This is an optimization exercise on Yosys and OpenROAD, whose aim is small area and a short achievable clock period, not a production implementation.
Function was checked by simulation only, so behaviour that the tests miss may differ from the original.

// scr_curve_thr
module scr_curve_thr (
    input             clk,
    input             rst,
    input             in_valid,
    input      [11:0] g,           
    input      [95:0] curve,       
    input      [55:0] thr,         
    input      [2:0]  nbnd,        
    input             off,         
    output reg        out_valid,
    output reg [11:0] v,
    output reg [2:0]  level
);
export LEC_CHECK = 0
export ABC_CLOCK_PERIOD_IN_PS = 40000
export CAP_MARGIN = 20
export CORE_MARGIN = 2
export CORE_UTILIZATION = 40
export CTS_BUF_LIST = sky130_fd_sc_hd__clkbuf_8
export GPL_TIMING_DRIVEN = 0
export PLACE_DENSITY = 0.6
export SLEW_MARGIN = 20
export SYNTH_HIERARCHICAL = 1
export SYNTH_MINIMUM_KEEP_SIZE = 0
create_clock -name core_clock -period 70.0 [get_ports {clk}]
standard.sh (not shown) runs the stock make flow with config.mk's settings and CLKGATE_MAP_FILE= SYNTH_SCRIPT=/design/flow/synth_recipe.tcl, a recipe that flattens the netlist after the stock synthesis.
==> flow/flow/run.sh <==
#!/bin/bash
# The standard layout (standard.sh), with each port buffered by a
# sky130_fd_sc_hd__buf_1 instead of the cell buffer_ports picks by default,
# except the ports g[*], whose buffers become buf_4 after global placement
# (flow/portbuf.tcl); they feed the segment logic.
# make's full output goes to standard.log; ORFS writes each step's log under
# orfs/logs/.
set -euo pipefail
export BUFFER_PORTS_ARGS="-buffer_cell sky130_fd_sc_hd__buf_1"
export POST_GLOBAL_PLACE_TCL="$PWD/flow/portbuf.tcl"
bash standard.sh > standard.log 2>&1
==> flow/flow/portbuf.tcl <==
# Sourced after global placement (POST_GLOBAL_PLACE_TCL): the buffers of the
# gathered-value ports g[*], which feed the segment logic, become buf_4.
set block [ord::get_db_block]
foreach bterm [$block getBTerms] {
  if {![string match {g\[*} [$bterm getName]]} { continue }
  foreach iterm [[$bterm getNet] getITerms] {
    set inst [$iterm getInst]
    set master [[$inst getMaster] getName]
    if {[string match "sky130_fd_sc_hd__buf_*" $master]} {
      puts "port buffer [$inst getName]: $master -> sky130_fd_sc_hd__buf_4"
      replace_cell [get_cells [$inst getName]] sky130_fd_sc_hd__buf_4
    }
  }
}
The baseline ran to the end with no violations.
Change:
==> flow/flow/run.sh (replaced) <==
#!/bin/bash
# The standard layout (standard.sh), with each port buffered by a
# sky130_fd_sc_hd__buf_2 instead of the cell buffer_ports picks by default.
# make's full output goes to standard.log; ORFS writes each step's log under
# orfs/logs/.
set -euo pipefail
export BUFFER_PORTS_ARGS="-buffer_cell sky130_fd_sc_hd__buf_2"
bash standard.sh > standard.log 2>&1
Settings changed: CORE_UTILIZATION 40 to 60, CTS_CLUSTER_SIZE set to 20, PLACE_DENSITY 0.6 to 0.75.
removed: flow/flow/portbuf.tcl
Outcome: Die area is lower by a quarter to a third. Area after synthesis is unchanged. Cell count goes down by a few percent. Non-clock buffer count is unchanged. Hold slack degrades by 0.016 ns. Clock-buffer cell count increases by 1.
Change:
Settings changed: CORE_UTILIZATION 60 to 40, CTS_CLUSTER_SIZE 20 to unset, PLACE_DENSITY 0.75 to 0.6.
Routed wire length climbs slightly.
First-iteration DRC count fell by a quarter to a third.
Non-clock buffer count stays the same.
Flip-flop and latch count is unchanged.
Change:
--- a/flow/flow/run.sh
+++ b/flow/flow/run.sh
@@ -3 +3 @@
-# sky130_fd_sc_hd__buf_2 instead of the cell buffer_ports picks by default.
+# sky130_fd_sc_hd__buf_1 instead of the cell buffer_ports picks by default.
@@ -7 +7 @@
-export BUFFER_PORTS_ARGS="-buffer_cell sky130_fd_sc_hd__buf_2"
+export BUFFER_PORTS_ARGS="-buffer_cell sky130_fd_sc_hd__buf_1"
Settings changed: CORE_UTILIZATION 40 to 60, PLACE_DENSITY 0.6 to 0.75.
Via count rises by 1.7%.
Maximum frequency falls by 1.1%.
Cell area falls by 2.4%.
Die area falls by 33%.
Register-to-register slack degrades by 0.17 ns.
Synthesized area does not change.
Non-clock buffer count stays the same.
Change:
Settings changed: CORE_UTILIZATION 60 to 40, PLACE_DENSITY 0.75 to 0.6.
Outcome:
- wire length climbs by 6.0%
- flip-flop and latch count stays the same
- synthesized area does not change
- final cell count rises by 7.5%
- clock skew climbs by 0.0072 ns
- cell area climbs by 0.57%
- via count fell by 3.2%
- hold slack is better by 0.0074 ns
- clock-buffer cell count drops by 2

what the ideal ports hide:
The results above use ideal ports. As a check the final layouts listed here were re-extracted and re-timed, cells and wires unchanged. Step 1, drivers: a clkbuf_16 drives clk and a buf_2 each remaining input, both assumed. Step 2, shift: input delay + t, output delay - t, t = (earliest + latest rising clock arrival at the registers) / 2. This alone moves slack from input paths to output paths. a / b / c = no drivers / after step 1 / after step 2; a / b = the first two.
run	shift t [ns]	slack for setup (ns)	worst hold slack (ns)
the first run	0.485	54.263 / 54.284 / 53.799	0.468 / 0.468 / 0.468
the second run	0.484	54.194 / 54.214 / 53.730	0.451 / 0.451 / 0.451
the third run	0.482	54.192 / 54.214 / 53.731	0.445 / 0.445 / 0.445
the fourth run	0.487	54.017 / 54.033 / 53.545	0.450 / 0.450 / 0.450
the fifth run	0.494	53.923 / 53.945 / 53.451	0.457 / 0.457 / 0.457
After both steps setup and hold are still met in every run listed.
